This design comes from an exercise in tuning for small area, a short achievable clock period and few clock cycles per item on the open sky130 flow, not from production work.
Where RTL was checked, it was by simulation tests only, not by an equivalence proof against the original.

## job 3351
## mx_quant
module mx_quant (
    input  wire        clk,
    input  wire        rst,         
    input  wire        in_valid,
    output wire        in_ready,
    input  wire [31:0] in_data,
    input  wire [1:0]  in_src,      
    input  wire [3:0]  in_dst,      
    output wire        out_valid,
    input  wire        out_ready,
    output wire [7:0]  out_code,
    output wire [7:0]  out_x,
    output wire [9:0]  out_qmax,
    output wire        out_last
);
Size in the first run: about 2000 cells after synthesis, ~720 flip-flops, about 71 I/O pins, ~0.022 mm2 of cells after synthesis.
==> flow/config.mk <==
export PLATFORM = sky130hd
export DESIGN_NAME = mx_quant
export DESIGN_NICKNAME = mx_quant
export VERILOG_FILES = /design/flow/design.v
export SDC_FILE = /design/flow/constraint.sdc
export NUM_CORES = 4
export LEC_CHECK = 0
export ABC_AREA = 1
export CAP_MARGIN = 0
export CORE_MARGIN = 2
export CORE_UTILIZATION = 55
export CTS_CLUSTER_DIAMETER = 100
export CTS_CLUSTER_SIZE = 30
export SLEW_MARGIN = 0
==> flow/constraint.sdc <==
create_clock -name core_clock -period 22.0 [get_ports {clk}]
set_input_delay 4.4000 -clock core_clock [delete_from_list [all_inputs] [get_ports {clk}]]
set_output_delay 4.4000 -clock core_clock [all_outputs]
set_load 0.01 [all_outputs]
standard.sh (not shown) runs the stock make flow with config.mk's settings and CLKGATE_MAP_FILE= SYNTH_SCRIPT=/design/flow/synth_recipe.tcl, a recipe that flattens the netlist after the stock synthesis.
==> flow/flow/run.sh <==
#!/bin/bash
# The standard ORFS layout, asked to repair timing with extra setup margin and
# with faster buffers on the ports.
set -euo pipefail
bash standard.sh SETUP_SLACK_MARGIN=16.5 "BUFFER_PORTS_ARGS=-buffer_cell sky130_fd_sc_hd__buf_2" finish > standard.log 2>&1
The following lists how job 1727 was set up differently from job 3351:
--- a/flow/design.v
+++ b/flow/design.v
@@ -209,37 +209,39 @@
     wire signed [10:0] t = $signed({2'b00, dn_pc}) - $signed({2'b00, pt_e9});
     wire [3:0]  dmin   = (dn_cls == C_E4) ? 4'd5 : (dn_cls == C_E5) ? 4'd6 : 4'd0;
     wire signed [10:0] dmin_s = $signed({7'd0, dmin});
     wire [3:0]  dsh    = (t > 11'sd10) ? 4'd10 : ((t < dmin_s) ? dmin : t[3:0]);
     wire signed [10:0] ex_s = dmin_s - t;
     wire [4:0]  pt_ex  = (t < dmin_s) ? ex_s[4:0] : 5'd0;
     wire [17:0] pt_sh  = {pt_sig, 9'd0} >> dsh;
     wire [8:0]  pt_r   = pt_sh[17:9];
     wire        pt_g   = pt_sh[8];
     wire        pt_st  = (|pt_sh[7:0]) | pt[0];
     reg  [8:0]  c1_r;
-    reg         c1_inc, c1_s, c1_kill, c1_first, c1_last;
+    reg         c1_g, c1_st, c1_s, c1_kill, c1_first, c1_last;
     reg  [4:0]  c1_ex;
     reg  [1:0]  c1_cls;
     always @(posedge clk) begin
         if (rd) begin
             c1_r     <= pt_r;
-            c1_inc   <= pt_g & (pt_st | pt_r[0]);    
+            c1_g     <= pt_g;
+            c1_st    <= pt_st;
             c1_s     <= pt_s;
             c1_ex    <= pt_ex;
             c1_cls   <= dn_cls;
             c1_kill  <= dn_nf | !dn_nz;
             c1_first <= (hd_idx == 5'd0);
             c1_last  <= (hd_idx == 5'd31);
         end
     end
+    wire        c1_inc = c1_g & (c1_st | c1_r[0]);
     wire [8:0]  c1_rr  = c1_r + {8'd0, c1_inc};
     wire [7:0]  e4m    = {c1_ex[3:0], 3'd0} + {3'd0, c1_rr[4:0]};
     wire [7:0]  e5m    = {c1_ex, 2'd0} + {3'd0, c1_rr[4:0]};
     wire [6:0]  e4s    = (e4m > 8'd126) ? 7'd126 : e4m[6:0];
     wire [6:0]  e5s    = (e5m > 8'd123) ? 7'd123 : e5m[6:0];
     wire [6:0]  i8m    = (c1_rr > 9'd127) ? 7'd127 : c1_rr[6:0];
     wire [7:0]  i8c    = c1_s ? (8'd0 - {1'b0, i8m}) : {1'b0, i8m};
     wire [7:0]  u8c    = c1_rr[8] ? 8'd255 : c1_rr[7:0];
     reg  [7:0]  c1_code;
     always @(*) begin
         case (c1_cls)
Findings:
- Summary — met3 routing resource usage after global routing, job 1727 relative to job 3351: higher, by 0.84 points.
- Depth of the worst register-to-register path (lower): job 1727
- [job 1727] cell count after synthesis fell about 2.5% relative to job 3351
- There was hardly any difference in worst slack on hold paths between job 1727 and job 3351.
- Max area added between synthesis and finish across job 1727 and job 3351: job 1727
Testbench counts of job 1727, summed over its fixed seeds: cycles 6,424, blocks 192.
For job 3351, only the layout was checked, not whether the RTL still works.

port drivers added, routing unchanged:
In the flow no input, the clock included, has a driving cell. The finished layouts below were timed again as built, in two steps. Step 1 assumes that a clkbuf_16 drives the clock port and a buf_2 every other input. Step 2, shift: input delay + t, output delay - t, t = (earliest + latest rising clock arrival at the registers) / 2. This alone moves slack from input paths to output paths. Slacks: no drivers / after step 1 / after step 2; pairs: no drivers / after step 1.
| run | shift t [ns] | slack for setup (ns) | latest minus earliest clock arrival (ns) | slew at the worst register clock pin (ns) | worst slew at a driven data input, ns |
|---|---|---|---|---|---|
| job 3351 | 0.649 | 16.418 / 16.364 / 16.302 | 0.023 / 0.024 | 0.11 / 0.11 | 0.09 |
| job 1727 | 0.663 | 16.442 / 16.388 / 16.247 | 0.035 / 0.035 | 0.12 / 0.12 | 0.05 |
After both steps setup and hold are still met in every run listed. The setup slack of job 1727, which loses most, moves by -0.054 ns with the drivers and by -0.195 ns with both steps.
